From an optimization exercise on the open Yosys and OpenROAD flow, aimed at small area; shortcuts taken in it are not production practice. At most, simulation tests tie the RTL to the original design; equivalence was not proved. Power figures rest on the tool's default switching activity, not on a simulated workload.

==> 04-28: inputs <==
==> flow/design.v <==
module ho_unc (
    input  wire        clk,
    input  wire        rst,         
    input  wire        start,
    input  wire [31:0] in_u0,       
    input  wire [31:0] in_tau,      
    input  wire [15:0] in_f0,       
    input  wire [15:0] in_aging,    
    input  wire [15:0] in_k,        
    input  wire [16:0] in_dtemp,    
    output wire        busy,
    output wire        done,
    output wire [31:0] unc          
);
    localparam [39:0] DEN = 40'd720_000_000_000;
    localparam [39:0] DC1 = 40'h585ca7e000;    
    localparam [39:0] DC2 = 40'hb0b94fc000;    
    localparam [2:0] P_IDLE = 3'd0, P_Y = 3'd1, P_X = 3'd2, P_XH = 3'd3,
                     P_AH = 3'd4, P_A = 3'd5, P_FIN = 3'd6, P_SAT = 3'd7;
    reg [2:0] ph;
    reg [5:0] c;       
    reg [5:0] idx;     
    wire idle = (ph == P_IDLE);
    wire isY  = (ph == P_Y);
    wire isX  = (ph == P_X);
    wire isXH = (ph == P_XH);
    wire isAH = (ph == P_AH);
    wire isA  = (ph == P_A);
    wire isF  = (ph == P_FIN);
    wire isS  = (ph == P_SAT);
    wire c0   = (c == 6'd0);
    wire last = (c == 6'd39);
    wire imatch = (c == idx);
    wire firstY = isY  && (idx == 6'd15);
    wire firstX = isX  && (idx == 6'd16);
    wire firstA = isAH && (idx == 6'd9);
    reg [39:0] ra;     
    reg [39:0] rb;     
    reg [39:0] rc;     
    reg [39:0] rd;     
    reg [39:0] re;     
    reg mbit, mnext;
    wire mtap = isX ? rd[20] : ((isXH | (isAH & (idx != 6'd0))) ? rd[0] : rc[0]);
    wire tau_s = rb[39] & ~c[5];               
    wire dt_s  = rd[39] & (c < 6'd17);
    wire f0_s  = rc[19] & (c < 6'd16);
    wire y_s   = re[39];
    wire e_j   = (idx == 6'd2) | (idx == 6'd5) | (idx == 6'd6);           
    wire c_j   = (idx == 6'd6) | (idx == 6'd8) | (idx == 6'd11) |
                 (idx == 6'd12) | (idx == 6'd16);                         
    reg  [1:0] sreg;   
    reg  d1, cy1, cy2;
    wire acc_out = isX ? rc[39] : re[39];
    wire dbl = (c0 | firstY | firstX | firstA) ? 1'b0 : d1;
    wire a1  = mbit & ~firstX & (isY ? dt_s : tau_s);
    reg  dcd;          
    wire dc1 = DC1[c];
    wire dcb = (sreg[0] & dc1) | (sreg[1] & dcd);
    wire a2  = isY ? (e_j & f0_s) : (isX ? (c_j & y_s) : dcb);
    wire ci1 = ~c0 & cy1;
    wire ci2 = ~c0 & cy2;
    wire s1  = dbl ^ a1 ^ ci1;
    wire co1 = (dbl & a1) | (dbl & ci1) | (a1 & ci1);
    wire sm  = s1 ^ a2 ^ ci2;
    wire co2 = (s1 & a2) | (s1 & ci2) | (a2 & ci2);
    wire [2:0] rt = {sm, re[0], re[1]};
    wire [1:0] s_sel = (rt >= 3'd6) ? 2'd2 : ((rt >= 3'd3) ? 2'd1 : 2'd0);
    reg  nz, gt;
    wire nz_f = nz | sm;
    wire gt_f = gt & sm;
    wire [1:0] g_f = {gt_f, nz_f & ~gt_f};
    reg  d2, cyh;
    wire hact = (isX | isXH) & (c < 6'd10);
    wire ha = firstX ? 1'b0 : (c0 ? d1  : d2);
    wire hb = firstX ? 1'b0 : (c0 ? cy1 : 1'b0);
    wire hc = firstX ? 1'b0 : (c0 ? cy2 : cyh);
    wire hs  = ha ^ hb ^ hc;
    wire hco = (ha & hb) | (ha & hc) | (hb & hc);
    reg  cyu, pend, sticky;
    wire uact = (isA | isF) & ~c[5];           
    wire hit  = imatch & (isA | isF);
    wire inj  = (hit & sreg[0]) | pend;
    wire cui  = ~c0 & cyu;
    wire us   = ra[39] ^ inj ^ cui;
    wire uco  = (ra[39] & inj) | (ra[39] & cui) | (inj & cui);
    wire ra_in = uact ? us : ((isS & sticky & ~c[5]) ? 1'b1 : ra[39]);
    wire rc_in = isX ? sm : rc[39];
    wire rd_in = hact ? hs : rd[39];
    wire re_in = (isY | isAH | isA) ? sm : re[39];
    wire [39:0] ra_sh = {ra[38:0], ra_in};
    wire [39:0] rb_sh = {rb[38:0], rb[39]};
    wire [39:0] rc_sh = {rc[38:0], rc_in};
    wire [39:0] rd_sh = {rd[38:0], rd_in};
    reg ld, sh;
    wire [39:0] ra_ld, rb_ld, rc_ld, rd_ld;
    wire [39:0] ra_m, rb_m, rc_m, rd_m;    
    genvar q;
    generate
        for (q = 0; q < 40; q = q + 1) begin : g_ld
            assign ra_m[39-q] = (q < 32);
            assign rb_m[39-q] = (q < 32);
            assign rc_m[39-q] = (q < 16) || (q >= 20 && q < 36);
            assign rd_m[39-q] = (q < 17) || (q >= 20 && q < 36);
            if (q < 32) begin : g_ab
                assign ra_ld[39-q] = in_u0[q];
                assign rb_ld[39-q] = in_tau[q];
            end else begin : g_abz
                assign ra_ld[39-q] = 1'b0;
                assign rb_ld[39-q] = 1'b0;
            end
            if (q < 16) begin : g_k
                assign rc_ld[39-q] = in_k[q];
            end else if (q >= 20 && q < 36) begin : g_f
                assign rc_ld[39-q] = in_f0[q-20];
            end else begin : g_cz
                assign rc_ld[39-q] = 1'b0;
            end
            if (q < 17) begin : g_dt
                assign rd_ld[39-q] = in_dtemp[q];
            end else if (q >= 20 && q < 36) begin : g_ag
                assign rd_ld[39-q] = in_aging[q-20];
            end else begin : g_dz
                assign rd_ld[39-q] = 1'b0;
            end
        end
    endgenerate
    always @(posedge clk) begin
        ra <= (ra_ld & {40{ld}} & ra_m) | (ra_sh & ({40{sh}} | ~ra_m));
        rb <= (rb_ld & {40{ld}} & rb_m) | (rb_sh & ({40{sh}} | ~rb_m));
        rc <= (rc_ld & {40{ld}} & rc_m) | (rc_sh & ({40{sh}} | ~rc_m));
        rd <= (rd_ld & {40{ld}} & rd_m) | (rd_sh & ({40{sh}} | ~rd_m));
        re <= {re[38:0], re_in};
    end
    always @(posedge clk) begin
        d1   <= acc_out;
        cy1  <= co1;
        cy2  <= co2;
        d2   <= rd[39];
        cyh  <= hco;
        cyu  <= uco;
        pend <= hit & sreg[1] & (idx < 6'd31);
        dcd  <= dc1;
        nz   <= (~c0 & nz) | sm;
        gt   <= (sm ^ dc1 ^ (c > 6'd13)) ? sm : (~c0 & gt);    
        if (last) begin
            if (isXH)
                sreg <= 2'd0;
            else if (isA & (idx == 6'd0))
                sreg <= g_f;
            else
                sreg <= s_sel;
        end
        if (idle) begin
            mbit   <= in_k[15];
            sticky <= 1'b0;
        end else begin
            if (last)
                mbit <= imatch ? mtap : mnext;
            else if (imatch)
                mnext <= mtap;
            if ((isAH | isA) & c0)
                sticky <= sticky | ((isAH | (idx >= 6'd32)) & (sreg != 2'd0)) |
                          ((idx == 6'd31) & sreg[1]);
            else if (uact & (c == 6'd31))
                sticky <= sticky | uco;
        end
    end
    always @(posedge clk) begin
        if (rst) begin
            ph <= P_IDLE;
            c  <= 6'd0;
            ld <= 1'b1;
            sh <= 1'b0;
        end else if (idle) begin
            c  <= 6'd0;
            ld <= ~start;
            sh <= start;
            if (start) begin
                ph  <= P_Y;
                idx <= 6'd15;
            end
        end else begin
            c  <= last ? 6'd0 : c + 6'd1;
            ld <= last & isS;
            sh <= ~(last & isS);
            if (last) begin
                case (ph)
                    P_Y:   if (idx == 6'd0) begin ph <= P_X; idx <= 6'd16; end
                           else idx <= idx - 6'd1;
                    P_X:   if (idx == 6'd0) begin ph <= P_XH; idx <= 6'd10; end
                           else idx <= idx - 6'd1;
                    P_XH:  begin ph <= P_AH; idx <= 6'd9; end
                    P_AH:  if (idx == 6'd0) begin ph <= P_A; idx <= 6'd39; end
                           else idx <= idx - 6'd1;
                    P_A:   if (idx == 6'd0) ph <= P_FIN;
                           else idx <= idx - 6'd1;
                    P_FIN: ph <= P_SAT;
                    default: ph <= P_IDLE;
                endcase
            end
        end
    end
    assign busy = ~idle;
    assign done = isS & last;
    genvar g;
    generate
        for (g = 0; g < 32; g = g + 1) begin : g_unc
            assign unc[g] = ra[38-g];
        end
    endgenerate
endmodule
==> flow/flow/run.sh <==
#!/bin/bash
set -euo pipefail
export BUFFER_PORTS_ARGS="-buffer_cell sky130_fd_sc_hd__buf_1"
export CTS_ARGS="-sink_clustering_enable -sink_clustering_size 14 -sink_clustering_max_diameter 30 -dont_use_dummy_load -buf_list sky130_fd_sc_hd__clkbuf_4 -root_buf sky130_fd_sc_hd__clkbuf_8"
bash standard.sh > make_finish.log 2>&1
==> flow/standard.sh <==
#!/bin/bash
# synth_recipe.tcl (not shown) runs the flow's synth.tcl, then flattens the netlist and writes it again
# the make line also repeats each setting of config.mk as NAME=value (left out here)
make -C /OpenROAD-flow-scripts/flow DESIGN_CONFIG=/design/flow/config.mk WORK_HOME=/design/flow/orfs CLKGATE_MAP_FILE= SYNTH_SCRIPT=/design/flow/synth_recipe.tcl "${@:-finish}"
==> flow/config.mk <==
export PLATFORM = sky130hd
export DESIGN_NAME = ho_unc
export DESIGN_NICKNAME = ho_unc
export VERILOG_FILES = /design/flow/design.v
export SDC_FILE = /design/flow/constraint.sdc
export NUM_CORES = 4
export LEC_CHECK = 0
export CAP_MARGIN = 20
export CORE_MARGIN = 2
export CORE_UTILIZATION = 65
export SLEW_MARGIN = 20
==> flow/constraint.sdc <==
create_clock -name core_clock -period 20.0 [get_ports {clk}]
set_input_delay 4.0000 -clock core_clock [delete_from_list [all_inputs] [get_ports {clk}]]
set_output_delay 4.0000 -clock core_clock [all_outputs]
set_load 0.01 [all_outputs]
==> 10-22: changes against 04-28 <==
==> flow/design.v, changed modules only <==
module ho_unc (
    input  wire        clk,
    input  wire        rst,         
    input  wire        start,
    input  wire [31:0] in_u0,       
    input  wire [31:0] in_tau,      
    input  wire [15:0] in_f0,       
    input  wire [15:0] in_aging,    
    input  wire [15:0] in_k,        
    input  wire [16:0] in_dtemp,    
    output wire        busy,
    output wire        done,
    output wire [31:0] unc          
);
    localparam [39:0] DC1 = 40'h585ca7e000;    
    localparam [2:0] P_IDLE = 3'd0, P_Y = 3'd1, P_X = 3'd2, P_XH = 3'd3,
                     P_AH = 3'd4, P_A = 3'd5, P_FIN = 3'd6, P_SAT = 3'd7;
    reg [2:0] ph;
    reg [5:0] c;       
    reg [5:0] idx;     
    wire idle = (ph == P_IDLE);
    wire isY  = (ph == P_Y);
    wire isX  = (ph == P_X);
    wire isXH = (ph == P_XH);
    wire isAH = (ph == P_AH);
    wire isA  = (ph == P_A);
    wire isF  = (ph == P_FIN);
    wire isS  = (ph == P_SAT);
    wire c0   = (c == 6'd0);
    wire last = (c == 6'd39);
    wire imatch = (c == idx);
    wire firstY = isY  && (idx == 6'd15);
    wire firstX = isX  && (idx == 6'd16);
    wire firstA = isAH && (idx == 6'd9);
    reg [39:0] ra, rb, rc, re;
    reg [1:0]  kx;     
    reg mbit, mnext;
    wire xa   = isX | isAH;
    wire ktap = (idx >= 6'd14) ? kx[idx[0]] : ((idx >= 6'd8) ? re[7] : rc[7]);
    wire mtap = isY ? ktap : isXH ? re[0] :
                (xa & (idx >= 6'd9)) ? rb[16] :
                (xa & (idx != 6'd0)) ? ra[8] : rc[0];
    wire tau_s = rb[39] & ~c[5];                                    
    wire dt_s  = rc[5]  & (c >= 6'd6) & (c < 6'd23);
    wire f0_s  = rc[28] & (c >= 6'd6) & (c < 6'd22);
    wire y_s   = re[33] & (c < 6'd34);                              
    wire e_j   = (idx == 6'd2) | (idx == 6'd5) | (idx == 6'd6);           
    wire c_j   = (idx == 6'd6) | (idx == 6'd8) | (idx == 6'd11) |
                 (idx == 6'd12) | (idx == 6'd16);                         
    reg  [1:0] sreg;   
    reg  d1, cy1, cy2, dcd;
    wire bit0 = isY ? (c == 6'd6) : c0;
    wire acc_out = isX ? rc[39] : re[39];
    wire dbl = (bit0 | firstY | firstX | firstA) ? 1'b0 : d1;
    wire a1  = mbit & ~firstX & (isY ? dt_s : tau_s);
    wire dc1 = DC1[c];
    wire dcb = (sreg[0] & dc1) | (sreg[1] & dcd);
    wire a2  = isY ? (e_j & f0_s) : (isX ? (c_j & y_s) : dcb);
    wire ci1 = ~bit0 & cy1;
    wire ci2 = ~bit0 & cy2;
    wire s1  = dbl ^ a1 ^ ci1;
    wire co1 = (dbl & a1) | (dbl & ci1) | (a1 & ci1);
    wire sm  = s1 ^ a2 ^ ci2;
    wire co2 = (s1 & a2) | (s1 & ci2) | (a2 & ci2);
    wire [2:0] rt = {sm, re[0], re[1]};
    wire [1:0] s_sel = (rt >= 3'd6) ? 2'd2 : ((rt >= 3'd3) ? 2'd1 : 2'd0);
    reg  nz, gt;
    reg  d2, cyh;
    wire hwr  = (isX | isXH) & ((c < 6'd6) | ((c < 6'd10) & (isXH | (idx < 6'd6))));
    wire hold = isX & (idx >= 6'd5) & (c >= 6'd7);    
    wire ha = firstX ? 1'b0 : (c0 ? d1  : (d2 & ~hold));
    wire hb = firstX ? 1'b0 : (c0 ? cy1 : 1'b0);
    wire hc = firstX ? 1'b0 : (c0 ? cy2 : cyh);
    wire hs  = ha ^ hb ^ hc;
    wire hco = (ha & hb) | (ha & hc) | (hb & hc);
    reg  cyu, pend, sticky;
    wire uact = (isA | isF) & ~c[5];           
    wire hit  = imatch & (isA | isF);
    wire inj  = isF ? (c0 & nz & ~gt) | pend : (hit & sreg[0]) | pend;
    wire cui  = ~c0 & cyu;
    wire us   = ra[39] ^ inj ^ cui;
    wire uco  = (ra[39] & inj) | (ra[39] & cui) | (inj & cui);
    wire ra_in = uact ? us :
                 (isS & sticky & ~c[5]) ? 1'b1 :
                 (isXH & c[5]) ? re[31] : ra[39];           
    wire rb_in = (isXH & ((c == 6'd32) | (c == 6'd33))) ? re[23] : rb[39];   
    wire rc_in = isX ? sm : rc[39];
    wire re_in = isY ? ((c >= 6'd6) ? sm : re[39]) :
                 (isAH | isA) ? sm :
                 hwr ? hs : re[39];
    wire [39:0] ra_sh = {ra[38:0], ra_in};
    wire [39:0] rb_sh = {rb[38:0], rb_in};
    wire [39:0] rc_sh = {rc[38:0], rc_in};
    wire [39:0] re_sh = {re[38:0], re_in};
    reg ld, sh;
    wire [39:0] ra_ld, rb_ld, rc_ld, re_ld;
    wire [39:0] re_m;                          
    genvar q;
    generate
        for (q = 0; q < 40; q = q + 1) begin : g_ld
            if (q < 32) begin : g_ab
                assign ra_ld[39-q] = in_u0[q];
                assign rb_ld[39-q] = in_tau[q];
            end else begin : g_ag
                assign ra_ld[39-q] = in_aging[q-32];
                assign rb_ld[39-q] = in_aging[q-24];
            end
            if (q < 17) begin : g_dt
                assign rc_ld[39-q] = in_dtemp[q];
            end else if (q < 33) begin : g_f
                assign rc_ld[39-q] = in_f0[q-17];
            end else begin : g_kl
                assign rc_ld[39-q] = in_k[q-33];
            end
            if (q < 6) begin : g_km
                assign re_ld[39-q] = in_k[q+7];
                assign re_m[39-q]  = 1'b1;
            end else begin : g_y
                assign re_ld[39-q] = 1'b0;
                assign re_m[39-q]  = 1'b0;
            end
        end
    endgenerate
    always @(posedge clk) begin
        ra <= (ra_ld & {40{ld}}) | (ra_sh & {40{sh}});
        rb <= (rb_ld & {40{ld}}) | (rb_sh & {40{sh}});
        rc <= (rc_ld & {40{ld}}) | (rc_sh & {40{sh}});
        re <= (re_ld & {40{ld}} & re_m) | (re_sh & ({40{sh}} | ~re_m));
        kx <= (in_k[14:13] & {2{ld}}) | (kx & {2{sh}});
    end
    always @(posedge clk) begin
        d1   <= acc_out;
        cy1  <= co1;
        cy2  <= co2;
        dcd  <= dc1;
        d2   <= re[39];
        cyh  <= hco;
        cyu  <= uco;
        pend <= isF ? (c0 & gt) : (hit & sreg[1] & (idx < 6'd31));
        nz   <= (~c0 & nz) | sm;
        gt   <= (sm ^ dc1 ^ (c > 6'd13)) ? sm : (~c0 & gt);    
        if (last) begin
            if (isXH)
                sreg <= 2'd0;
            else
                sreg <= s_sel;
        end
        if (idle) begin
            mbit   <= in_k[15];
            sticky <= 1'b0;
        end else begin
            if (last)
                mbit <= imatch ? mtap : mnext;
            else if (imatch)
                mnext <= mtap;
            if ((isAH | isA) & c0)
                sticky <= sticky | ((isAH | (idx >= 6'd32)) & (sreg != 2'd0)) |
                          ((idx == 6'd31) & sreg[1]);
            else if (uact & (c == 6'd31))
                sticky <= sticky | uco;
        end
    end
    always @(posedge clk) begin
        if (rst) begin
            ph <= P_IDLE;
            c  <= 6'd0;
            ld <= 1'b1;
            sh <= 1'b0;
        end else if (idle) begin
            c  <= 6'd0;
            ld <= ~start;
            sh <= start;
            if (start) begin
                ph  <= P_Y;
                idx <= 6'd15;
            end
        end else begin
            c  <= last ? 6'd0 : c + 6'd1;
            ld <= last & isS;
            sh <= ~(last & isS);
            if (last) begin
                case (ph)
                    P_Y:   if (idx == 6'd0) begin ph <= P_X; idx <= 6'd16; end
                           else idx <= idx - 6'd1;
                    P_X:   if (idx == 6'd0) begin ph <= P_XH; idx <= 6'd10; end
                           else idx <= idx - 6'd1;
                    P_XH:  begin ph <= P_AH; idx <= 6'd9; end
                    P_AH:  if (idx == 6'd0) begin ph <= P_A; idx <= 6'd39; end
                           else idx <= idx - 6'd1;
                    P_A:   if (idx == 6'd0) ph <= P_FIN;
                           else idx <= idx - 6'd1;
                    P_FIN: ph <= P_SAT;
                    default: ph <= P_IDLE;
                endcase
            end
        end
    end
    assign busy = ~idle;
    assign done = isS & last;
    genvar g;
    generate
        for (g = 0; g < 32; g = g + 1) begin : g_unc
            assign unc[g] = ra[38-g];
        end
    endgenerate
endmodule
==> flow/flow/run.sh (replaced) <==
#!/bin/bash
# The standard ORFS layout (standard.sh), with two choices changed:
#  - every port still gets a buffer, but the smallest one (buf_1)
#  - the clock tree is built from small clock buffers in small clusters,
#    without dummy loads
# make's full output goes to make_finish.log; ORFS keeps each step's log
# under orfs/logs.
set -euo pipefail
export BUFFER_PORTS_ARGS="-buffer_cell sky130_fd_sc_hd__buf_1"
export CTS_ARGS="-sink_clustering_enable -sink_clustering_size 16 -sink_clustering_max_diameter 45 -dont_use_dummy_load -buf_list sky130_fd_sc_hd__clkbuf_8 -root_buf sky130_fd_sc_hd__clkbuf_8"
bash standard.sh > make_finish.log 2>&1
--- a/flow/config.mk
+++ b/flow/config.mk
@@ -7,2 +7,3 @@
 export LEC_CHECK = 0
+export ABC_AREA = 1
 export CAP_MARGIN = 20
==> 06-17: changes against 04-28 <==
--- a/flow/design.v
+++ b/flow/design.v
@@ -55,5 +55,3 @@
     wire a1  = mbit & ~firstX & (isY ? dt_s : tau_s);
-    reg  dcd;          
-    wire dc1 = DC1[c];
-    wire dcb = (sreg[0] & dc1) | (sreg[1] & dcd);
+    wire dcb = (sreg == 2'd1) ? DC1[c] : ((sreg == 2'd2) ? DC2[c] : 1'b0);
     wire a2  = isY ? (e_j & f0_s) : (isX ? (c_j & y_s) : dcb);
@@ -141,5 +139,6 @@
         pend <= hit & sreg[1] & (idx < 6'd31);
-        dcd  <= dc1;
-        nz   <= (~c0 & nz) | sm;
-        gt   <= (sm ^ dc1 ^ (c > 6'd13)) ? sm : (~c0 & gt);    
+        if (isA) begin
+            nz <= (~c0 & nz) | sm;
+            gt <= (sm ^ DEN[c]) ? sm : (~c0 & gt);
+        end
         if (last) begin
==> flow/flow/run.sh (replaced) <==
#!/bin/bash
set -euo pipefail
export BUFFER_PORTS_ARGS="-buffer_cell sky130_fd_sc_hd__buf_1"
export CTS_ARGS="-sink_clustering_enable -sink_clustering_size 16 -sink_clustering_max_diameter 45 -dont_use_dummy_load -buf_list sky130_fd_sc_hd__clkbuf_8 -root_buf sky130_fd_sc_hd__clkbuf_8"
bash standard.sh > make_finish.log 2>&1
==> notes.md <==
Sequential share of layout area, lowest first: 10-22, 06-17, 04-28. Design area, lowest first: 10-22, 04-28, 06-17. Of 06-17 and 10-22, 10-22 has the higher final cell count (gap about 5.5%, measured against 10-22). Between 10-22 and 04-28, the lower non-clock buffer count is in 10-22 (gap 1). Between 04-28 and 10-22, the lower clock skew is in 10-22 (gap 0.042 ns). 06-17 finished clean. 10-22 finished clean. 04-28 passed the timing, DRC and antenna checks.
==> figures <==
Outcome: 04-28 complete, no violations; 10-22 complete, no violations; 06-17 complete, no violations
Fraction of cell area in non-clock buffers: 04-28 7.498%; 10-22 8.022%; 06-17 7.475%
Relative contribution of combinational cells to total power: 04-28 7.6%; 10-22 26.3%; 06-17 8.1%
Buffers excl. clock: 04-28 168; 10-22 167; 06-17 167
Average wire per standard cell: 04-28 16.86 um; 10-22 16.84 um; 06-17 17.25 um
Final critical-path share of the clock period: 04-28 31.92%; 10-22 29.82%; 06-17 32.56%
WP data arrival: 04-28 2.38 ns; 10-22 1.96 ns; 06-17 2.51 ns
Worst slew margin: 04-28 51.41%; 10-22 44.41%; 06-17 44.36%
Pin count of the biggest net entering global routing: 04-28 69; 10-22 87; 06-17 122
Met2 wirelength from detailed routing: 04-28 7.555 mm; 10-22 7.579 mm; 06-17 7.382 mm
Initial detailed-routing violation count: 04-28 366; 10-22 413; 06-17 400
The RTL of 04-28 was laid out without a check of its function.

## separate check: timing with driven ports
The results above use ideal ports. As a check the final layouts listed here were re-extracted and re-timed, cells and wires unchanged. Step 1, drivers: a clkbuf_16 drives clk and a buf_2 each remaining input, both assumed. Step 2 times the ports against the registers' clock, not the clock port: input delays grow and output delays shrink by t, the midpoint of the rising clock arrivals with the driver on. a / b / c = ideal ports / drivers / drivers and shift; a / b = the first two.
run | shift t [ns] | setup WS [ns] | latest minus earliest clock arrival (ns) | worst data-port slew with drivers (ns) | cell pins on the clock port's net
04-28 | 0.504 | 13.616 / 13.581 / 14.085 | 0.075 / 0.076 | 0.06 | 1
10-22 | 0.478 | 14.035 / 13.999 / 14.476 | 0.031 / 0.031 | 0.05 | 1
06-17 | 0.510 | 13.488 / 13.453 / 13.963 | 0.048 / 0.048 | 0.06 | 1
After both steps setup and hold are still met in every run listed.
